This design comes from an exercise in tuning for small area, a short achievable clock period and few clock cycles per item on the open sky130 flow, not from production work. RTL that was checked went through simulation tests only; none was proved equivalent to the original.

// pol_charge_unit
module pol_charge_unit (
    input  wire         clk,
    input  wire         rst,           
    input  wire         in_valid,
    output wire         in_ready,
    input  wire [114:0] in_cfg,        
    input  wire [39:0]  in_tc,         
    input  wire [39:0]  in_tp,         
    input  wire [51:0]  in_last,       
    input  wire [15:0]  in_bytes,      
    input  wire [63:0]  in_ts,         
    output wire         out_valid,
    input  wire         out_ready,
    output wire [1:0]   out_colour,    
    output wire         out_drop,      
    output wire [39:0]  out_tc,
    output wire [39:0]  out_tp,
    output wire [51:0]  out_last
);
For scale: roughly 470 I/O pins.
clock: 11.0 ns
lec_check: 0
abc_clock_period_in_ps: 4000
cap_margin: 20
core_margin: 2
core_utilization: 60
place_density: 0.7
setup_slack_margin: 4.5
slew_margin: 20
standard.sh (not shown) runs the stock make flow with config.mk's settings and CLKGATE_MAP_FILE= SYNTH_SCRIPT=/design/flow/synth_recipe.tcl, a recipe that flattens the netlist after the stock synthesis.
==> flow/flow/run.sh <==
#!/bin/bash
# The standard layout, with the port buffers made of plain buffer cells
# (buf_2) instead of the default delay cell that buffer_ports picks.
set -euo pipefail
export BUFFER_PORTS_ARGS="-buffer_cell sky130_fd_sc_hd__buf_2"
bash standard.sh > standard.log 2>&1
Edit:
--- a/flow/design.v
+++ b/flow/design.v
@@ -29,22 +29,27 @@
     wire [55:0] lb  = ~{2'd0, in_last, 2'b00};
     wire [55:0] cs_s = xa ^ la ^ lb;
     wire [55:0] cs_c = {(xa[54:0] & la[54:0]) | (xa[54:0] & lb[54:0]) | (la[54:0] & lb[54:0]), 1'b0};
     wire [11:0] dlo  = {1'b0, cs_s[10:0]} + {1'b0, cs_c[10:0]} + 12'd2;
     wire [10:0] dl   = dlo[10:0];
     wire [44:0] hs   = cs_s[55:11];
     wire [44:0] hc   = cs_c[55:11];
     wire [44:0] hk   = {hs[43:0] | hc[43:0], dlo[11]};
     wire        dhz  = ~|(hs ^ hc ^ hk);
     wire        on_in   = (in_cfg[113:112] == MODE_2698) || (in_cfg[113:112] == MODE_4115);
     wire        fast_in = !on_in || (dhz && (dl < 11'd1280));
+    wire [10:0] dlo10 = {1'b0, cs_s[9:0]} + {1'b0, cs_c[9:0]} + 11'd2;
+    wire [45:0] hs10  = cs_s[55:10];
+    wire [45:0] hc10  = cs_c[55:10];
+    wire [45:0] hk10  = {hs10[44:0] | hc10[44:0], dlo10[10]};
+    wire        fast_q = !on_in || ~|(hs10 ^ hc10 ^ hk10);
     wire [7:0]  nf_in   = on_in ? dl / 11'd5 : 8'd0;
     wire        ref_in  = on_in && (dl >= 11'd5);    
     reg          a_valid;
     reg          a_fast;
     reg  [2:0]   a_ph;
     reg  [5:0]   a_cnt;
     reg  [2:0]   a_rem;
     reg          a_bor;            
     reg          a_nz;             
     reg  [7:0]   a_n;              
     reg          a_refill;         
@@ -63,23 +68,23 @@
     reg  [1:0]   b_mode;
     reg          b_rd;
     wire [55:0] xa_rev;
     genvar gi;
     generate for (gi = 0; gi < 56; gi = gi + 1) begin : g_rev
         assign xa_rev[gi] = xa[55 - gi];
     end endgenerate
     wire [55:0] a_x = {b_bytes[3:0], b_last};
     wire b_free = !b_valid || out_ready;
     wire a_go   = a_valid && fin && b_free;
     wire a_ld   = !a_valid || a_go;
-    assign in_ready = fast_in ? a_ld : (!a_valid && b_free);
+    assign in_ready = a_ld && (fast_q || (!a_valid && b_free));
     wire        slow     = !a_fast;
     wire        fin      = a_fast || (a_ph == P_FIN);
     wire [31:0] ccap = {a_cbs, 8'd0};
     wire [31:0] pcap = {a_pbs, 8'd0};
     wire        nz   = |a_n;
     wire [34:0] c_s, c_c, p_s, p_c;
     wire        c_big, p_big;
     pol_mac mac_c (.q(a_n), .inc(a_cinc), .lvl(a_tc[33:0]), .s(c_s), .c(c_c), .big(c_big));
     pol_mac mac_p (.q(a_n), .inc(a_pinc), .lvl(a_tp[33:0]), .s(p_s), .c(p_c), .big(p_big));
     wire [34:0] csum  = c_s + c_c;
     wire [34:0] psum  = p_s + p_c;
The new run ran to the end with no violations.
Fmax went up by 7.9%.
Global-route usage barely changes.
Final area grows by 0.74%.
Synthesized area decreases by 0.51%.
Clock skew hardly moves.
Testbench counts after the change, summed over its fixed seeds: cycles 1,600, items 1,536.
For the first run of this note, only the layout was checked, not whether the RTL still works.

---

== the reference run ==
The RTL this note starts from:
==> flow/design.v <==
module pol_charge_unit (
    input  wire         clk,
    input  wire         rst,           
    input  wire         in_valid,
    output wire         in_ready,
    input  wire [114:0] in_cfg,        
    input  wire [39:0]  in_tc,         
    input  wire [39:0]  in_tp,         
    input  wire [51:0]  in_last,       
    input  wire [15:0]  in_bytes,      
    input  wire [63:0]  in_ts,         
    output wire         out_valid,
    input  wire         out_ready,
    output wire [1:0]   out_colour,    
    output wire         out_drop,      
    output wire [39:0]  out_tc,
    output wire [39:0]  out_tp,
    output wire [51:0]  out_last
);
    localparam [1:0] MODE_2698 = 2'b01,
                     MODE_4115 = 2'b10;
    localparam [2:0] P_DIV = 3'd0,      
                     P_CMP = 3'd1,      
                     P_PRE = 3'd2,      
                     P_MUL = 3'd3,      
                     P_FIN = 3'd4;
    wire [55:0] xa  = {2'b00, in_ts[63:10]};
    wire [55:0] la  = ~{4'd0, in_last};
    wire [55:0] lb  = ~{2'd0, in_last, 2'b00};
    wire [55:0] cs_s = xa ^ la ^ lb;
    wire [55:0] cs_c = {(xa[54:0] & la[54:0]) | (xa[54:0] & lb[54:0]) | (la[54:0] & lb[54:0]), 1'b0};
    wire [11:0] dlo  = {1'b0, cs_s[10:0]} + {1'b0, cs_c[10:0]} + 12'd2;
    wire [10:0] dl   = dlo[10:0];
    wire [44:0] hs   = cs_s[55:11];
    wire [44:0] hc   = cs_c[55:11];
    wire [44:0] hk   = {hs[43:0] | hc[43:0], dlo[11]};
    wire        dhz  = ~|(hs ^ hc ^ hk);
    wire        on_in   = (in_cfg[113:112] == MODE_2698) || (in_cfg[113:112] == MODE_4115);
    wire        fast_in = !on_in || (dhz && (dl < 11'd1280));
    wire [7:0]  nf_in   = on_in ? dl / 11'd5 : 8'd0;
    wire        ref_in  = on_in && (dl >= 11'd5);    
    reg          a_valid;
    reg          a_fast;
    reg  [2:0]   a_ph;
    reg  [2:0]   a_cnt;
    reg  [2:0]   a_rem;
    reg  [55:0]  a_x;              
    reg          a_bor;            
    reg          a_nz;             
    reg  [7:0]   a_n;              
    reg          a_refill;         
    reg  [31:0]  a_cinc, a_pinc;
    reg          a_covf, a_povf;   
    reg  [23:0]  a_cbs, a_pbs;
    reg  [1:0]   a_mode;
    reg          a_rd;
    reg  [39:0]  a_tc, a_tp;
    reg  [55:0]  a_last;           
    reg  [15:0]  a_bytes;
    wire        slow     = !a_fast;
    wire        fin      = a_fast || (a_ph == P_FIN);
    wire [31:0] ccap = {a_cbs, 8'd0};
    wire [31:0] pcap = {a_pbs, 8'd0};
    wire        nz   = |a_n;
    wire [34:0] c_s, c_c, p_s, p_c;
    wire        c_big, p_big;
    pol_mac mac_c (.q(a_n), .inc(a_cinc), .lvl(a_tc[33:0]), .s(c_s), .c(c_c), .big(c_big));
    pol_mac mac_p (.q(a_n), .inc(a_pinc), .lvl(a_tp[33:0]), .s(p_s), .c(p_c), .big(p_big));
    wire [34:0] csum  = c_s + c_c;
    wire [34:0] psum  = p_s + p_c;
    wire [35:0] ccmp  = {1'b0, c_s} + {1'b0, c_c} + {1'b0, 3'h7, ~ccap};
    wire [35:0] pcmp  = {1'b0, p_s} + {1'b0, p_c} + {1'b0, 3'h7, ~pcap};
    wire        csat  = a_refill && ((a_covf && nz) || c_big || (|a_tc[39:34]) || ccmp[35]);
    wire        psat  = a_refill && ((a_povf && nz) || p_big || (|a_tp[39:34]) || pcmp[35]);
    wire [39:0] f_tc  = csat ? {8'd0, ccap} : {a_tc[39:34], csum[33:0]};
    wire [39:0] f_tp  = psat ? {8'd0, pcap} : {a_tp[39:34], psum[33:0]};
    wire [51:0] f_last = a_last[51:0] + {44'd0, a_n};
    wire [10:0] dv_t  = {a_rem, a_x[7:0]};
    wire [7:0]  dv_q  = dv_t / 11'd5;
    wire [2:0]  dv_r  = dv_t % 11'd5;
    wire [8:0]  sb_d  = {1'b0, a_x[55:48]} - {1'b0, a_last[7:0]} - {8'd0, a_bor};
    wire        sb_nz = a_nz || (sb_d[7:0] != 8'd0);
    reg          b_valid;
    reg  [39:0]  b_tc, b_tp;
    reg  [51:0]  b_last;
    reg  [15:0]  b_bytes;
    reg  [1:0]   b_mode;
    reg          b_rd;
    wire b_free = !b_valid || out_ready;
    wire a_go   = a_valid && fin && b_free;
    assign in_ready = !a_valid || a_go;
    wire [16:0] lo_c = {1'b0, b_tc[23:8]} - {1'b0, b_bytes};
    wire [16:0] lo_p = {1'b0, b_tp[23:8]} - {1'b0, b_bytes};
    wire [15:0] hm_c = b_tc[39:24] - 16'd1;
    wire [15:0] hm_p = b_tp[39:24] - 16'd1;
    wire [39:0] dc   = {lo_c[16] ? hm_c : b_tc[39:24], lo_c[15:0], b_tc[7:0]};
    wire [39:0] dp   = {lo_p[16] ? hm_p : b_tp[39:24], lo_p[15:0], b_tp[7:0]};
    wire        lt_c = lo_c[16] && (b_tc[39:24] == 16'd0);
    wire        lt_p = lo_p[16] && (b_tp[39:24] == 16'd0);
    reg  [1:0]  colour;
    reg         sub_c, sub_p;
    always @(*) begin
        colour = 2'd0;
        sub_c  = 1'b0;
        sub_p  = 1'b0;
        if (b_mode == MODE_2698) begin
            if (lt_p)      colour = 2'd2;
            else if (lt_c) begin colour = 2'd1; sub_p = 1'b1; end
            else           begin sub_c = 1'b1; sub_p = 1'b1; end
        end else if (b_mode == MODE_4115) begin
            if (!lt_c)     sub_c = 1'b1;
            else if (!lt_p) begin colour = 2'd1; sub_p = 1'b1; end
            else           colour = 2'd2;
        end
    end
    always @(posedge clk) begin
        if (rst) begin
            a_valid <= 1'b0;
            b_valid <= 1'b0;
        end else begin
            if (in_ready) a_valid <= in_valid;
            if (a_go) b_valid <= 1'b1;
            else if (out_ready) b_valid <= 1'b0;
        end
        if (a_go) begin
            b_tc    <= f_tc;
            b_tp    <= f_tp;
            b_last  <= f_last;
            b_bytes <= a_bytes;
            b_mode  <= a_mode;
            b_rd    <= a_rd;
        end
        if (in_ready) begin
            a_fast   <= fast_in;
            a_ph     <= P_DIV;
            a_cnt    <= 3'd0;
            a_rem    <= 3'd0;
            a_x      <= {xa[7:0], xa[15:8], xa[23:16], xa[31:24],
                         xa[39:32], xa[47:40], xa[55:48]};
            a_bor    <= 1'b0;
            a_nz     <= 1'b0;
            a_n      <= nf_in;
            a_refill <= ref_in;
            a_cinc   <= in_cfg[31:0];
            a_pinc   <= in_cfg[63:32];
            a_covf   <= 1'b0;
            a_povf   <= 1'b0;
            a_cbs    <= in_cfg[87:64];
            a_pbs    <= in_cfg[111:88];
            a_mode   <= in_cfg[113:112];
            a_rd     <= in_cfg[114];
            a_tc     <= in_tc;
            a_tp     <= in_tp;
            a_last   <= {4'd0, in_last};
            a_bytes  <= in_bytes;
        end else if (slow) begin
            case (a_ph)
                P_DIV: begin
                    a_rem <= dv_r;
                    a_x   <= {dv_q, a_x[55:8]};
                    a_cnt <= a_cnt + 3'd1;
                    if (a_cnt == 3'd6) begin
                        a_cnt <= 3'd0;
                        a_ph  <= P_CMP;
                    end
                end
                P_CMP: begin
                    a_bor  <= sb_d[8];
                    a_nz   <= sb_nz;
                    a_x    <= {a_x[47:0], a_x[55:48]};
                    a_last <= {a_last[7:0], a_last[55:8]};
                    a_cnt  <= a_cnt + 3'd1;
                    if (a_cnt == 3'd6) begin
                        a_cnt <= 3'd0;
                        a_bor    <= 1'b0;
                        a_n      <= 8'd0;
                        a_refill <= 1'b0;
                        a_ph     <= (!sb_d[8] && sb_nz) ? P_PRE : P_FIN;
                    end
                end
                P_PRE: begin
                    a_bor    <= sb_d[8];
                    a_n      <= sb_d[7:0];
                    a_refill <= 1'b1;
                    a_x      <= {a_x[47:0], a_x[55:48]};
                    a_last   <= {a_x[55:48], a_last[55:8]};
                    a_ph     <= P_MUL;
                end
                P_MUL: begin
                    a_tc   <= f_tc;
                    a_tp   <= f_tp;
                    a_cinc <= {a_cinc[23:0], 8'd0};
                    a_pinc <= {a_pinc[23:0], 8'd0};
                    a_covf <= a_covf || (a_cinc[31:24] != 8'd0);
                    a_povf <= a_povf || (a_pinc[31:24] != 8'd0);
                    a_cnt  <= a_cnt + 3'd1;
                    if (a_cnt == 3'd6) begin
                        a_n      <= 8'd0;
                        a_refill <= 1'b0;
                        a_ph     <= P_FIN;
                    end else begin
                        a_bor  <= sb_d[8];
                        a_n    <= sb_d[7:0];
                        a_x    <= {a_x[47:0], a_x[55:48]};
                        a_last <= {a_x[55:48], a_last[55:8]};
                    end
                end
                default: ;
            endcase
        end
    end
    assign out_valid  = b_valid;
    assign out_colour = colour;
    assign out_drop   = (colour == 2'd2) && b_rd;
    assign out_tc     = sub_c ? dc : b_tc;
    assign out_tp     = sub_p ? dp : b_tp;
    assign out_last   = b_last;
endmodule
module pol_mac (
    input  wire [7:0]  q,
    input  wire [31:0] inc,
    input  wire [33:0] lvl,
    output wire [34:0] s,
    output wire [34:0] c,
    output wire        big
);
    wire [34:0] r0 = {3'd0, q[0] ? inc        : 32'd0};
    wire [34:0] r1 = {3'd0, q[1] ? inc[30:0]  : 31'd0, 1'd0};
    wire [34:0] r2 = {3'd0, q[2] ? inc[29:0]  : 30'd0, 2'd0};
    wire [34:0] r3 = {3'd0, q[3] ? inc[28:0]  : 29'd0, 3'd0};
    wire [34:0] r4 = {3'd0, q[4] ? inc[27:0]  : 28'd0, 4'd0};
    wire [34:0] r5 = {3'd0, q[5] ? inc[26:0]  : 27'd0, 5'd0};
    wire [34:0] r6 = {3'd0, q[6] ? inc[25:0]  : 26'd0, 6'd0};
    wire [34:0] r7 = {3'd0, q[7] ? inc[24:0]  : 25'd0, 7'd0};
    wire [34:0] r8 = {1'd0, lvl};
    assign big = (q[1] && inc[31]) || (q[2] && |inc[31:30]) || (q[3] && |inc[31:29]) ||
                 (q[4] && |inc[31:28]) || (q[5] && |inc[31:27]) || (q[6] && |inc[31:26]) ||
                 (q[7] && |inc[31:25]);
    wire [34:0] a0 = r0 ^ r1 ^ r2;
    wire [34:0] a1 = {((r0 & r1) | (r0 & r2) | (r1 & r2)), 1'b0};
    wire [34:0] a2 = r3 ^ r4 ^ r5;
    wire [34:0] a3 = {((r3 & r4) | (r3 & r5) | (r4 & r5)), 1'b0};
    wire [34:0] a4 = r6 ^ r7 ^ r8;
    wire [34:0] a5 = {((r6 & r7) | (r6 & r8) | (r7 & r8)), 1'b0};
    wire [34:0] b0 = a0 ^ a1 ^ a2;
    wire [34:0] b1 = {((a0 & a1) | (a0 & a2) | (a1 & a2)), 1'b0};
    wire [34:0] b2 = a3 ^ a4 ^ a5;
    wire [34:0] b3 = {((a3 & a4) | (a3 & a5) | (a4 & a5)), 1'b0};
    wire [34:0] d0 = b0 ^ b1 ^ b2;
    wire [34:0] d1 = {((b0 & b1) | (b0 & b2) | (b1 & b2)), 1'b0};
    assign s = d0 ^ d1 ^ b3;
    assign c = {((d0 & d1) | (d0 & b3) | (d1 & b3)), 1'b0};
endmodule
export LEC_CHECK = 0
export CAP_MARGIN = 20
export CORE_MARGIN = 2
export CORE_UTILIZATION = 60
export PLACE_DENSITY = 0.7
export SLEW_MARGIN = 20
create_clock -name core_clock -period 11.0 [get_ports {clk}]
Scripts as last shown in full above: flow/flow/run.sh
Testbench counts of the reference run, summed over its fixed seeds: cycles 1,600, items 1,536.
For the trial run, these inputs were changed with respect to the reference run:
--- a/flow/design.v
+++ b/flow/design.v
@@ -90,12 +90,9 @@
     wire a_go   = a_valid && fin && b_free;
     assign in_ready = !a_valid || a_go;
-    wire [16:0] lo_c = {1'b0, b_tc[23:8]} - {1'b0, b_bytes};
-    wire [16:0] lo_p = {1'b0, b_tp[23:8]} - {1'b0, b_bytes};
-    wire [15:0] hm_c = b_tc[39:24] - 16'd1;
-    wire [15:0] hm_p = b_tp[39:24] - 16'd1;
-    wire [39:0] dc   = {lo_c[16] ? hm_c : b_tc[39:24], lo_c[15:0], b_tc[7:0]};
-    wire [39:0] dp   = {lo_p[16] ? hm_p : b_tp[39:24], lo_p[15:0], b_tp[7:0]};
-    wire        lt_c = lo_c[16] && (b_tc[39:24] == 16'd0);
-    wire        lt_p = lo_p[16] && (b_tp[39:24] == 16'd0);
+    wire [39:0] bsc  = {16'd0, b_bytes, 8'd0};
+    wire [40:0] dc   = {1'b0, b_tc} - {1'b0, bsc};
+    wire [40:0] dp   = {1'b0, b_tp} - {1'b0, bsc};
+    wire        lt_c = dc[40];
+    wire        lt_p = dp[40];
     reg  [1:0]  colour;
     reg         sub_c, sub_p;
@@ -213,6 +210,6 @@
     assign out_colour = colour;
     assign out_drop   = (colour == 2'd2) && b_rd;
-    assign out_tc     = sub_c ? dc : b_tc;
-    assign out_tp     = sub_p ? dp : b_tp;
+    assign out_tc     = sub_c ? dc[39:0] : b_tc;
+    assign out_tp     = sub_p ? dp[39:0] : b_tp;
     assign out_last   = b_last;
 endmodule
==> comparison <==
- The trial run against the reference run: fraction of final layout cells with drive strength greater than 1 now sits lower, first-iteration DRC count now sits lower, estimated wirelength of the detail-placed design now sits lower.
- Relative to the reference run, the final cell area reported for the trial run is lower.
- Changes observed in the trial run relative to the reference run: minimum clock period down 0.0073 ns; setup slack on the worst flop-to-flop path went up; proportion of final cell area spent on non-clock buffers flat.
- Compared to the reference run, the trial run has largest clock skew in the final design 0.0086 ns lower.
- The reference run and the trial run ended up with nearly the same total wirelength of the detailed-routed design.
- The trial run reports a lower worst hold margin than the reference run does.
- [the trial run] total routing resource utilization after global routing rose 0.15 points relative to the reference run
- On share of the final layout cell area in multi-input gates, the reference run and the trial run are neck and neck.
Function not checked in the trial run: the RTL went through the layout flow alone.

## separate check: timing with driven ports
The results above use ideal ports. As a check the final layouts listed here were re-extracted and re-timed, cells and wires unchanged. Step 1 assumes that a clkbuf_16 drives the clock port and a buf_2 every other input. Step 2 times the ports against the registers' clock, not the clock port: input delays grow and output delays shrink by t, the midpoint of the rising clock arrivals with the driver on. Slacks: ideal / step 1 / step 2; pairs: ideal / step 1.
run	t, ns	setup slack, ns	hold WS [ns]	worst slew at a driven data input, ns
the first run of note 1	0.706	3.414 / 3.374 / 3.374	0.422 / 0.422 / 0.422	0.13
the second run of note 1	0.697	3.973 / 3.948 / 3.801	0.420 / 0.420 / 0.420	0.14
the reference run	0.714	2.159 / 2.159 / 2.159	0.421 / 0.421 / 0.421	0.12
the trial run	0.719	2.166 / 2.097 / 2.285	0.409 / 0.409 / 0.409	0.16
After both steps setup and hold are still met in every run listed. For the second run of note 1, which loses most, drivers alone change the setup slack by -0.025 ns; drivers and shift together by -0.172 ns.
